Context: an optimization exercise on an open-source flow, tuned for small area and a short achievable clock period. The choices shown serve that exercise and are no tape-out recipe.
In this exercise RTL edits were held to simulation tests only and were not proved equivalent to the original.
No activity file was given, so power comes from the tool's default toggle rates.

==> flow/design.v (excerpt) <==
module fcvtn_unit (
    input  wire         clk,
    input  wire         rst,         
    input  wire         in_valid,
    input  wire [511:0] in_x,        
    input  wire [31:0]  in_ent,      
    input  wire [5:0]   in_rmode,    
    output reg          out_valid,
    output reg  [127:0] out_vd,      
    output reg  [3:0]   out_flags,   
    output reg  [30:0]  out_amax,    
    output reg          out_nan      
);
    reg         v_q;
    reg [511:0] x_q;
    reg [17:0]  ent_q;
    reg [5:0]   rmode_q;
    reg [8:0]   pd_q;
    reg [7:0]   bbn_q;
    wire [8:0]  pd_in;
    fcvtn_predec u_pd (.eb(in_ent[3:1]), .mb(in_ent[6:4]), .pd(pd_in));
    always @(posedge clk) begin
        if (rst)
            v_q <= 1'b0;
        else
            v_q <= in_valid;
        x_q     <= in_x;
        ent_q   <= in_ent[17:0];
        rmode_q <= in_rmode;
        pd_q    <= pd_in;
        bbn_q   <= {in_ent[15], ~in_ent[14:8]};
    end
    wire       sgn  = ent_q[0];
    wire [2:0] eb   = ent_q[3:1];
    wire [2:0] mb   = ent_q[6:4];
    wire [7:0] bias = ent_q[15:8];
    wire [1:0] pol  = ent_q[17:16];
    wire       fiz  = rmode_q[3];
    wire       foz  = rmode_q[4];
    wire       satn = rmode_q[5];
    wire       eb0  = pd_q[7];
    wire       mb0  = pd_q[8];
    wire [2:0] bm1  = pd_q[6:4];
    wire [3:0] bp   = pd_q[3:0];
    wire       pol0 = (pol == 2'd0);
    wire       pol1 = (pol == 2'd1);
    wire       pol2 = (pol == 2'd2);
    wire [7:0] bb    = {~bias[7], bias[6:0]};
    wire [3:0] base  = {1'b0, bm1} + 4'd1;
    wire [7:0] hmask = 8'hFF << base;
    wire [3:0] k     = {3'd0, sgn} + {1'b0, eb} + {1'b0, mb};
    wire [3:0] emb   = {1'b0, eb} + {1'b0, mb};
    wire [8:0] allm9 = (9'd1 << emb) - 9'd1;
    wire [7:0] allm  = allm9[7:0];
    wire [7:0] mone  = 8'd1 << mb;
  ...
Size: about 1200 flip-flops, about 720 I/O pins, ~70000 um2 of cells after synthesis.
clock: 20.0 ns
lec_check: 0
abc_area: 1
cap_margin: 40
core_margin: 2
core_utilization: 25
cts_cluster_diameter: 120
cts_cluster_size: 18
place_density: 0.35
slew_margin: 60
standard.sh (not shown) runs the stock make flow with config.mk's settings and CLKGATE_MAP_FILE= SYNTH_SCRIPT=/design/flow/synth_recipe.tcl, a recipe that flattens the netlist after the stock synthesis.
==> flow/flow/run.sh <==
#!/bin/bash
# Own layout flow: the standard flow (standard.sh) for every step, with
# one change: the buffer that the flow puts on each input and output port is
# sky130_fd_sc_hd__buf_1, the smallest buffer, instead of the cell the flow
# picks by itself (sky130_fd_sc_hd__clkdlybuf4s50_1). Every port still gets
# its own buffer. The make output goes to standard_flow.log; the tools' own
# logs stay under orfs/logs/.
set -euo pipefail
bash standard.sh finish "BUFFER_PORTS_ARGS=-buffer_cell sky130_fd_sc_hd__buf_1" > standard_flow.log 2>&1
The first run completed without violations.
Edit:
--- a/flow/config.mk
+++ b/flow/config.mk
@@ -9 +9 @@
-export CAP_MARGIN = 40
+export CAP_MARGIN = 50
@@ -15 +15 @@
-export SLEW_MARGIN = 60
+export SLEW_MARGIN = 70
Combinational power went up by about 4%; global-route usage is about the same; power went up by about 2%; routed wire length is about the same; via count went up by about 0.36%; clock-buffer cell count went down by 3; setup slack gets better by 0.20 ns; final cell count barely changes.
Edit:
--- a/flow/config.mk
+++ b/flow/config.mk
@@ -9 +9 @@
-export CAP_MARGIN = 50
+export CAP_MARGIN = 20
Flip-flop and latch count stays the same.
Worst setup slack stays the same.
Clock power barely changes.
Power does not change.
Via count stays the same.
Wire length stays the same.
Non-clock buffer count is unchanged.
Final cell count does not change.
Design area does not change.
Clock-buffer cell count stays the same.

Another version of the RTL of fcvtn_unit (not shown whole).
Size in the first run: about 11000 cells after synthesis, ~1200 flip-flops, roughly 720 I/O pins, about 70000 sq um of cells after synthesis.
Design fcvtn_unit, start of the top module:
module fcvtn_unit (
    input  wire         clk,
    input  wire         rst,         
    input  wire         in_valid,
    input  wire [511:0] in_x,        
    input  wire [31:0]  in_ent,      
    input  wire [5:0]   in_rmode,    
    output reg          out_valid,
    output reg  [127:0] out_vd,      
    output reg  [3:0]   out_flags,   
    output reg  [30:0]  out_amax,    
    output reg          out_nan      
);
    reg         v_q;
    reg [511:0] x_q;
    reg [17:0]  ent_q;
    reg [5:0]   rmode_q;
    reg [8:0]   pd_q;
    wire [8:0]  pd_in;
    fcvtn_predec u_pd (.eb(in_ent[3:1]), .mb(in_ent[6:4]), .pd(pd_in));
    always @(posedge clk) begin
        if (rst)
            v_q <= 1'b0;
        else
            v_q <= in_valid;
        x_q     <= in_x;
        ent_q   <= in_ent[17:0];
        rmode_q <= in_rmode;
        pd_q    <= pd_in;
    end
    wire       sgn  = ent_q[0];
    wire [2:0] eb   = ent_q[3:1];
  ...
Settings: LEC_CHECK=0, ABC_AREA=1, CAP_MARGIN=50, CORE_MARGIN=2, CORE_UTILIZATION=35, CTS_CLUSTER_DIAMETER=120, CTS_CLUSTER_SIZE=18, PLACE_DENSITY=0.45, SLEW_MARGIN=70; clock period 20.0 ns.
Scripts as last shown in full above: flow/flow/run.sh
The starting point finished clean.
Then changed:
--- a/flow/config.mk
+++ b/flow/config.mk
@@ -7,9 +7,9 @@
 export LEC_CHECK = 0
 export ABC_AREA = 1
-export CAP_MARGIN = 50
+export CAP_MARGIN = 60
 export CORE_MARGIN = 2
-export CORE_UTILIZATION = 35
+export CORE_UTILIZATION = 25
 export CTS_CLUSTER_DIAMETER = 120
 export CTS_CLUSTER_SIZE = 18
-export PLACE_DENSITY = 0.45
-export SLEW_MARGIN = 70
+export PLACE_DENSITY = 0.35
+export SLEW_MARGIN = 80
The new run completed without violations.
Global-route usage went down by 7.0 points.
Sequential cell count is unchanged.
Routed wire length went up by 8.6%.
Setup slack degrades by 0.049 ns.
Non-clock buffer count went up by 294.
Design area went up by about 14%.
Clock-buffer cell count went up by 28.
Sequential power barely changes.
Die area went up by about 40%.
Area after synthesis does not change.
Power went up by 13%.

[port drivers added, routing unchanged]
The flow's constraints put no driver on any port. The routed layouts listed below were extracted and timed again, unchanged, in two steps. Step 1: set_driving_cell puts a clkbuf_16 on clk and a buf_2 on each other input, an assumption about the parent block. Step 2 adds t to the input delays and takes it off the output delays; t is the mean of the earliest and latest rising clock arrival at the registers after step 1. Input paths then give back, and output paths get back, about the clock's delay inside the block. a / b / c = no drivers / after step 1 / after step 2; a / b = the first two.
run | shift t [ns] | slack for setup (ns) | latest minus earliest clock arrival (ns) | worst data-port slew with drivers (ns) | cell pins on the clock port's net
the first run of note 1 | 0.926 | 14.346 / 14.346 / 14.346 | 0.073 / 0.073 | 0.16 | 1
the second run of note 1 | 0.939 | 14.541 / 14.439 / 14.685 | 0.078 / 0.078 | 0.16 | 1
the third run of note 1 | 0.939 | 14.541 / 14.439 / 14.685 | 0.078 / 0.078 | 0.16 | 1
the first run of note 2 | 0.840 | 14.589 / 14.582 / 14.589 | 0.051 / 0.052 | 0.11 | 1
the second run of note 2 | 0.942 | 14.540 / 14.531 / 14.540 | 0.066 / 0.066 | 0.14 | 1
After both steps setup and hold are still met in every run listed.
